What follows belongs to an exercise in optimizing a design on an open flow for small area, a short achievable clock period and few clock cycles per item; a production flow would make more cautious choices.
Where RTL was checked, it was by simulation tests only, not by an equivalence proof against the original.
Power is estimated from default activity; no workload was simulated.

Design red_combine, start of the top module:
module red_combine (
    input  wire        clk,
    input  wire        rst,
    input  wire        in_valid,
    input  wire        in_int,
    input  wire [63:0] in_a,
    input  wire [63:0] in_b,
    output reg         out_valid,
    output reg  [63:0] out_sum,
    output reg  [1:0]  out_flags
);
export LEC_CHECK = 0
export ABC_AREA = 1
export CAP_MARGIN = 20
export CORE_MARGIN = 2
export CORE_UTILIZATION = 40
export CTS_BUF_LIST = sky130_fd_sc_hd__clkbuf_4 sky130_fd_sc_hd__clkbuf_8
export SLEW_MARGIN = 20
create_clock -name core_clock -period 18.0 [get_ports {clk}]
standard.sh (not shown) runs the stock make flow with config.mk's settings and CLKGATE_MAP_FILE= SYNTH_SCRIPT=/design/flow/synth_recipe.tcl, a recipe that flattens the netlist after the stock synthesis.
==> flow/flow/run.sh <==
#!/bin/bash
# The standard layout (standard.sh: ORFS synthesis through finish), with
# three changes:
#  - synthesis leaves adders to ABC: ADDER_MAP_FILE is empty, so Yosys does
#    not extract half and full adder cells before ABC maps the logic.  The
#    synthesis script, the registers and everything else are unchanged;
#  - the input and output ports get sky130_fd_sc_hd__buf_2 port buffers in
#    place of the cell buffer_ports picks by default;
#  - ORFS's timing repair (after floorplan, CTS and global routing) aims for
#    a setup slack of MARGIN ns, not 0: the constraints and clock period stay
#    the design's, the repair only works harder.
# make's full output goes to std_flow.log here; ORFS keeps each step's log
# under orfs/logs.
set -euo pipefail
MARGIN=13.25
bash standard.sh "ADDER_MAP_FILE=" "SETUP_SLACK_MARGIN=$MARGIN" \
    "BUFFER_PORTS_ARGS=-buffer_cell sky130_fd_sc_hd__buf_2" finish > std_flow.log 2>&1
Testbench counts at the start, summed over its fixed seeds: cycles 24,024, items 24,000.
Edit:
--- a/flow/flow/run.sh
+++ b/flow/flow/run.sh
@@ -14,3 +14,3 @@
 set -euo pipefail
-MARGIN=13.25
+MARGIN=12.75
 bash standard.sh "ADDER_MAP_FILE=" "SETUP_SLACK_MARGIN=$MARGIN" \
After rerunning: The new run finished clean. Setup slack gets worse by 0.35 ns. Utilization shrinks by 3.6 points. Total power shrinks by 3.6%. Wire length shrinks by 4.7%. Critical path depth grows by 2. Via count shrinks by 2.5%. Cell area shrinks by 7.2%. Combinational power shrinks by about 7%. Die area does not change.
Edit:
--- a/flow/flow/run.sh
+++ b/flow/flow/run.sh
@@ -14,3 +14,3 @@
 set -euo pipefail
-MARGIN=12.75
+MARGIN=13
 bash standard.sh "ADDER_MAP_FILE=" "SETUP_SLACK_MARGIN=$MARGIN" \
What happened: The changed run produced a clean layout; utilization grows by 0.96 points; sequential power hardly moves; sequential cell count stays the same; critical path depth shrinks by 1.


red_combine, a different RTL version from the one above (not shown whole).
Size: roughly 240 flip-flops, ~200 I/O pins, about 19000 um2 of cells after synthesis.
Settings: LEC_CHECK=0, ABC_AREA=1, CAP_MARGIN=20, CORE_MARGIN=2, CORE_UTILIZATION=40, SLEW_MARGIN=20; clock period 18.0 ns.
==> flow/flow/run.sh <==
#!/bin/bash
# The standard layout (standard.sh: ORFS synthesis through finish), with
# two changes:
#  - the input and output ports get sky130_fd_sc_hd__buf_2 port buffers in
#    place of the cell buffer_ports picks by default;
#  - ORFS's timing repair (after floorplan, CTS and global routing) aims for
#    a setup slack of SETUP_SLACK_MARGIN ns below, not 0: the constraints and
#    clock period stay the design's, the repair only works harder.
# make's full output goes to std_flow.log here; ORFS keeps each step's log
# under orfs/logs.
set -euo pipefail
MARGIN=12
bash standard.sh "SETUP_SLACK_MARGIN=$MARGIN" \
    "BUFFER_PORTS_ARGS=-buffer_cell sky130_fd_sc_hd__buf_2" finish > std_flow.log 2>&1
==> next run, changes <==
==> flow/flow/run.sh (replaced) <==
#!/bin/bash
# The standard layout (standard.sh: ORFS synthesis through finish), with
# two changes:
#  - synthesis maps with flow/abc_area.script (ABC_AREA=1) in place of ORFS's
#    area script: the same ABC mapping, given a delay target (map -D) so that
#    it recovers area only off the critical paths.  The ORFS scripts are
#    copied to scripts/ here with that one file replaced; registers, the
#    synthesis passes and everything after synthesis are unchanged;
#  - the input and output ports get sky130_fd_sc_hd__buf_2 port buffers in
#    place of the cell buffer_ports picks by default.
# make's full output goes to std_flow.log here; ORFS keeps each step's log
# under orfs/logs.
set -euo pipefail
rm -rf scripts
cp -r "$FLOW_HOME/scripts" scripts
cp flow/abc_area.script scripts/abc_area.script
bash standard.sh "SCRIPTS_DIR=$PWD/scripts" \
    "BUFFER_PORTS_ARGS=-buffer_cell sky130_fd_sc_hd__buf_2" finish > std_flow.log 2>&1
==> flow/flow/abc_area.script (new file) <==
strash
dch
map -D 4000
topo
stime -c
buffer -c
upsize -c
dnsize -c
Power fell by 12%; combinational power fell by 19%; final area fell by 11%; worst hold slack gets better by 7.6 ps; via count fell by 13%; utilization fell by 1.8 points.
Function was not checked in any run of this note: the RTL went through the layout flow alone.

re-timing with driven ports:
The results above use ideal ports. As a check the final layouts listed here were re-extracted and re-timed, cells and wires unchanged.
Step 1 assumes that a clkbuf_16 drives the clock port and a buf_2 every other input.
Step 2, shift: input delay + t, output delay - t, t = (earliest + latest rising clock arrival at the registers) / 2. This alone moves slack from input paths to output paths.
a / b / c = ideal ports / drivers / drivers and shift; a / b = the first two.
run	shift t [ns]	setup slack, ns	worst setup path after step 2	clock arrival spread, ns
the first run of note 1	0.651	13.224 / 13.249 / 12.599	input to register	0.029 / 0.029
the second run of note 1	0.672	12.878 / 12.913 / 12.241	input to register	0.050 / 0.050
the third run of note 1	0.663	13.060 / 13.091 / 12.428	input to register	0.033 / 0.033
the first run of note 2	0.616	12.021 / 12.015 / 11.399	input to register	0.034 / 0.034
the second run of note 2	0.617	10.681 / 10.681 / 10.681	register to register	0.033 / 0.033
After both steps setup and hold are still met in every run listed. The setup slack of the second run of note 1, which loses most, moves by +0.035 ns with the drivers and by -0.637 ns with both steps.
